Background: an optimization exercise with open tools, aiming at small area, a short achievable clock period and few clock cycles. Do not read the settings as production practice. Where RTL was checked, it was by simulation tests only, not by an equivalence proof against the original. Power figures rest on the tool's default switching activity, not on a simulated workload.

==> trial 19: inputs <==
==> flow/design.v (excerpt) <==
module cvu (
    input  wire        clk,
    input  wire        rst,
    input  wire        req_valid,
    output wire        req_ready,
    input  wire        req_write,
    input  wire [5:0]  req_addr,     
    input  wire [31:0] req_wdata,
    output reg         rsp_valid,
    output reg  [31:0] rsp_rdata,
    output wire        irq
);
export LEC_CHECK = 0
export CAP_MARGIN = 20
export CORE_MARGIN = 2
export CORE_UTILIZATION = 45
export SLEW_MARGIN = 20
create_clock -name core_clock -period 25.0 [get_ports {clk}]
standard.sh (not shown) runs the stock make flow with config.mk's settings and CLKGATE_MAP_FILE= SYNTH_SCRIPT=/design/flow/synth_recipe.tcl, a recipe that flattens the netlist after the stock synthesis.
==> flow/flow/run.sh <==
#!/bin/bash
# Standard layout with a larger setup margin for timing repair, so the repair
# steps shorten the critical paths below the clock period instead of stopping
# as soon as the (loose) clock period is met. Constraints are unchanged.
set -euo pipefail
M=$(cat flow/margin.txt)
bash standard.sh SETUP_SLACK_MARGIN=$M finish > standard.log 2>&1
==> flow/flow/margin.txt <==
18.5
==> build 49: changes against trial 19 <==
--- a/flow/design.v
+++ b/flow/design.v
@@ -44,17 +44,15 @@
     reg [31:0] res_hi_latch;
     reg        rd_pend;
     reg [5:0]  rd_addr;
     reg        irq_q;
     assign irq       = irq_q;
     assign req_ready = rdy;
     wire        m64   = width[6] | (width[5] & (|width[4:0]));
-    reg  [5:0]  shamt;        
-    reg         rst_q;        
-    reg         lat_pend;     
+    wire [5:0]  shamt = 6'd0 - width[5:0];    
     wire [63:0] wmask = {64{1'b1}} >> shamt;
     wire is_d8   = op_a == A_DATA8;
     wire is_d32  = op_a == A_DATA32;
     wire is_data = (op_a[5:2] == 4'b0011) & (op_a[1:0] != 2'b11);
     wire is_chk  = op_a == A_RX_LO;
     wire cfg_ok  = (op_d[31:30] == 2'b00) &&
                    (op_d[6:0] >= 7'd3) && (op_d[6:0] <= 7'd64);
@@ -83,15 +81,15 @@
     reg  [63:0] sh_rev;
     always @(*) begin
         for (i = 0; i < 64; i = i + 1) sh_rev[i] = sh_out[63-i];
     end
     wire [63:0] result = ((refout ? crc_rev : sh_rev) ^ xorout) & wmask;
     wire [63:0] xin = is_d8 ? {8'd0, crc[63:8]} : crc;
     wire [31:0] dd  = is_d8 ? {16'd0, op_d[7:0], 8'd0} :
-                      op_d;    
+                      (half ? {16'd0, op_d[31:16]} : op_d);
     reg  [31:0] e;
     always @(*) begin
         for (k = 0; k < 32; k = k + 1)
             e[k] = xin[63-k] ^ dd[k];
     end
     reg [31:0] q;
     always @(*) begin
@@ -253,39 +251,35 @@
     end
     wire cap_rev = (req_addr[5:2] == 4'b0011) & !refin_n;
     wire       pal_pend_n = op_run & is_pal;
     wire       rs_pend_n  = (op_run & is_rst) | (rs_pend & pal_pend);
     wire       hw1_n      = pal_pend;
     wire       res_v_n    = res_ld & !res_chg & !rs_pend_n;
     wire       nv    = wr_acc | (op_v & !op_done);
+    wire [5:0] na    = wr_acc ? req_addr : op_a;
     wire       nhalf = op_run & is_d32 & first64;
     wire       nm64  = width_n[6] | (width_n[5] & (|width_n[4:0]));
-    wire       dblk  = pal_pend_n | rs_pend_n | hw1_n | hw1;
-    wire       a_d   = (req_addr[5:2] == 4'b0011) & (req_addr[1:0] != 2'b11);
-    wire       rdy_acc  = !(a_d & dblk) & !((req_addr == A_RX_LO) & !res_v_n) &
-                          !((req_addr == A_DATA32) & nm64);
-    wire       rdy_hold = !(op_v & !op_done) |
-                          (!((is_data & dblk) | (is_chk & !res_v_n)) & !(is_d32 & nm64 & !nhalf));
-    wire       rdy_n = (req_valid & req_write & rdy) ? rdy_acc : rdy_hold;
+    wire       nd    = (na[5:2] == 4'b0011) & (na[1:0] != 2'b11);
+    wire       nstall = (nd & (pal_pend_n | rs_pend_n | hw1_n | hw1)) | ((na == A_RX_LO) & !res_v_n);
+    wire       rdy_n = !nv | (!nstall & !((na == A_DATA32) & nm64 & !nhalf));
     always @(posedge clk) begin
-        if (rst_q) begin
+        if (rst) begin
             op_v         <= 1'b0;
             half         <= 1'b0;
             rdy          <= 1'b1;
             rs_pend      <= 1'b0;
             pal_pend     <= 1'b0;
             res_v        <= 1'b0;
             hw1          <= 1'b0;
             hw2          <= 1'b0;
             alive_w      <= 2'd0;
             alive_step   <= 6'd1;
             refout       <= 1'b0;
             refin        <= 1'b0;
             width        <= 7'd32;
-            shamt        <= 6'd32;
             poly         <= 64'd0;
             init         <= 64'd0;
             xorout       <= 64'd0;
             crc          <= 64'd0;
             pal          <= 64'd0;
             rx_hi        <= 32'd0;
             alive_rx     <= 16'd0;
@@ -303,47 +297,41 @@
             rdy     <= rdy_n;
             rs_pend <= rs_pend_n;
             pal_pend <= pal_pend_n;
             res_v   <= res_v_n;
             hw1     <= hw1_n;
             hw2     <= hw1;
             alive_w <= alive_w_n; alive_step <= alive_step_n; refout <= refout_n; refin <= refin_n;
-            width <= width_n;
-            if (op_run & (op_a == A_CFG) & cfg_ok) shamt <= 6'd0 - op_d[5:0]; poly <= poly_n; init <= init_n; xorout <= xorout_n;
+            width <= width_n; poly <= poly_n; init <= init_n; xorout <= xorout_n;
             rx_hi <= rx_hi_n; alive_rx <= alive_rx_n; alive <= alive_n; err_cnt <= err_cnt_n;
             alive_seen <= alive_seen_n;
             st_match <= st_match_n; st_mismatch <= st_mismatch_n; st_jump <= st_jump_n;
             st_repeat <= st_repeat_n; st_cfg_err <= st_cfg_err_n;
             if (pal_pend)     pal <= sh_out;
             if (rs_now)       crc <= sh_out;
             else if (do_data) crc <= step_out;
         end
     end
     always @(posedge clk) begin
-        rst_q <= rst;
         if (rdy) begin
             op_a <= req_addr;
             op_d <= cap_rev ? wrev : req_wdata;
-        end else if (op_run & first64) begin
-            op_d <= {16'd0, op_d[31:16]};
         end
         hinv  <= {h32, h16};
         res_q <= result;
         irq_q <= st_cfg_err_n | st_repeat_n | st_jump_n | st_mismatch_n;
     end
     wire safe_op = (op_a == A_STATUS) || (op_a == A_ERRCNT) || (op_a == A_ALIVERX) ||
                    (op_a == A_RX_HI) || (op_a == 6'h0A) || (op_a == 6'h0B) || (op_a == 6'h0F) ||
                    (op_a >= 6'h16) || (op_a == A_RES_LO) || (op_a == A_RES_HI) ||
                    (op_a == A_ALIVE) || ((op_a == A_CTRL) & !op_d[0]) ||
                    ((op_a == A_CFG) & !cfg_ok);
     wire rd_res  = req_addr == A_RES_LO;
     wire res_ok  = res_v & !res_chg;
-    wire slow_r  = (op_done & !safe_op) | !res_ok;                      
-    wire slow_o  = op_done & !safe_op & !(is_chk | is_data);            
-    wire rd_slow = rd_acc & (rd_res ? slow_r : slow_o);
+    wire rd_slow = rd_acc & ((op_done & !safe_op & !((is_chk | is_data) & !rd_res)) | (rd_res & !res_ok));
     wire pend_go = rd_pend & ((rd_addr != A_RES_LO) | res_v);
     wire rd_go   = (rd_acc & !rd_slow) | pend_go;
     wire [5:0] ra = rd_pend ? rd_addr : req_addr;
     reg [31:0] rd_val;
     always @(*) begin
         case (ra)
             A_CFG:     rd_val = {8'd0, alive_w, alive_step, 6'd0, refout, refin, 1'b0, width};
@@ -364,21 +352,19 @@
             rd_val = rd_val & (ra[0] ? wmask[63:32] : wmask[31:0]);
     end
     always @(posedge clk) begin
         rsp_rdata <= rd_val;
         if (!rd_pend) rd_addr <= req_addr;
     end
     always @(posedge clk) begin
-        if (rst_q) begin
+        if (rst) begin
             rsp_valid    <= 1'b0;
             res_hi_latch <= 32'd0;
             rd_pend      <= 1'b0;
-            lat_pend     <= 1'b0;
         end else begin
             rsp_valid <= rd_go;
             rd_pend   <= rd_slow | (rd_pend & !pend_go);
-            lat_pend  <= rd_go & (ra == A_RES_LO);
-            if (lat_pend)
+            if (rd_go && ra == A_RES_LO)
                 res_hi_latch <= res_q[63:32];
         end
     end
 endmodule
==> run summary <==
quantity                                                    build 49    trial 19
Number of sequential storage elements                            637         645
Outcome                                     timing/DRC/antenna clean  timing/DRC/antenna clean
Power in combinational cells                                0.392 mW    0.390 mW
Worst setup path startpoint                              req_addr[0]     op_a[0]
Nonclk inv count                                                  99          89
Post-Synth Simple-Gate Area                                   21.22%      22.23%
Plain + repair buffers                                           445         458
First-pass DRT Iterations                                          8           7
Fraction of area in multi-input gates                         68.21%      66.98%
Cell type of the slowest stage on the worst timing path       or4b_4     xnor3_2
Initial core utilization                                      45.29%      45.19%
Switching power                                            0.8281 mW   0.8607 mW
Chip height                                                 381.2 um    377.6 um
Hold path startpoint                                      alive_seen   rx_hi[15]
Testbench counts of trial 19, summed over its fixed seeds: cycles 47,925.
Only the layout flow was run in build 49; the RTL was not checked for function there.

afterwards: timing with drivers on the ports:
Ports are ideal in the flow. The routed layouts listed here were re-timed in OpenROAD.
Step 1: set_driving_cell puts a clkbuf_16 on clk and a buf_2 on each other input, an assumption about the parent block.
Step 2 times the ports against the registers' clock, not the clock port: input delays grow and output delays shrink by t, the midpoint of the rising clock arrivals with the driver on.
Slacks: ideal / step 1 / step 2; pairs: ideal / step 1.
run | t (ns) | setup slack, ns | hold slack, ns | slew at the worst register clock pin (ns) | worst data-port slew with drivers (ns)
trial 19 | 0.798 | 18.402 / 18.402 / 17.661 | 0.467 / 0.467 / 0.467 | 0.07 / 0.07 | 0.09
build 49 | 0.782 | 18.145 / 18.182 / 17.400 | 0.459 / 0.459 / 0.459 | 0.07 / 0.07 | 0.07
After both steps setup and hold are still met in every run listed. For build 49, which loses most, drivers alone change the setup slack by +0.037 ns; drivers and shift together by -0.745 ns.
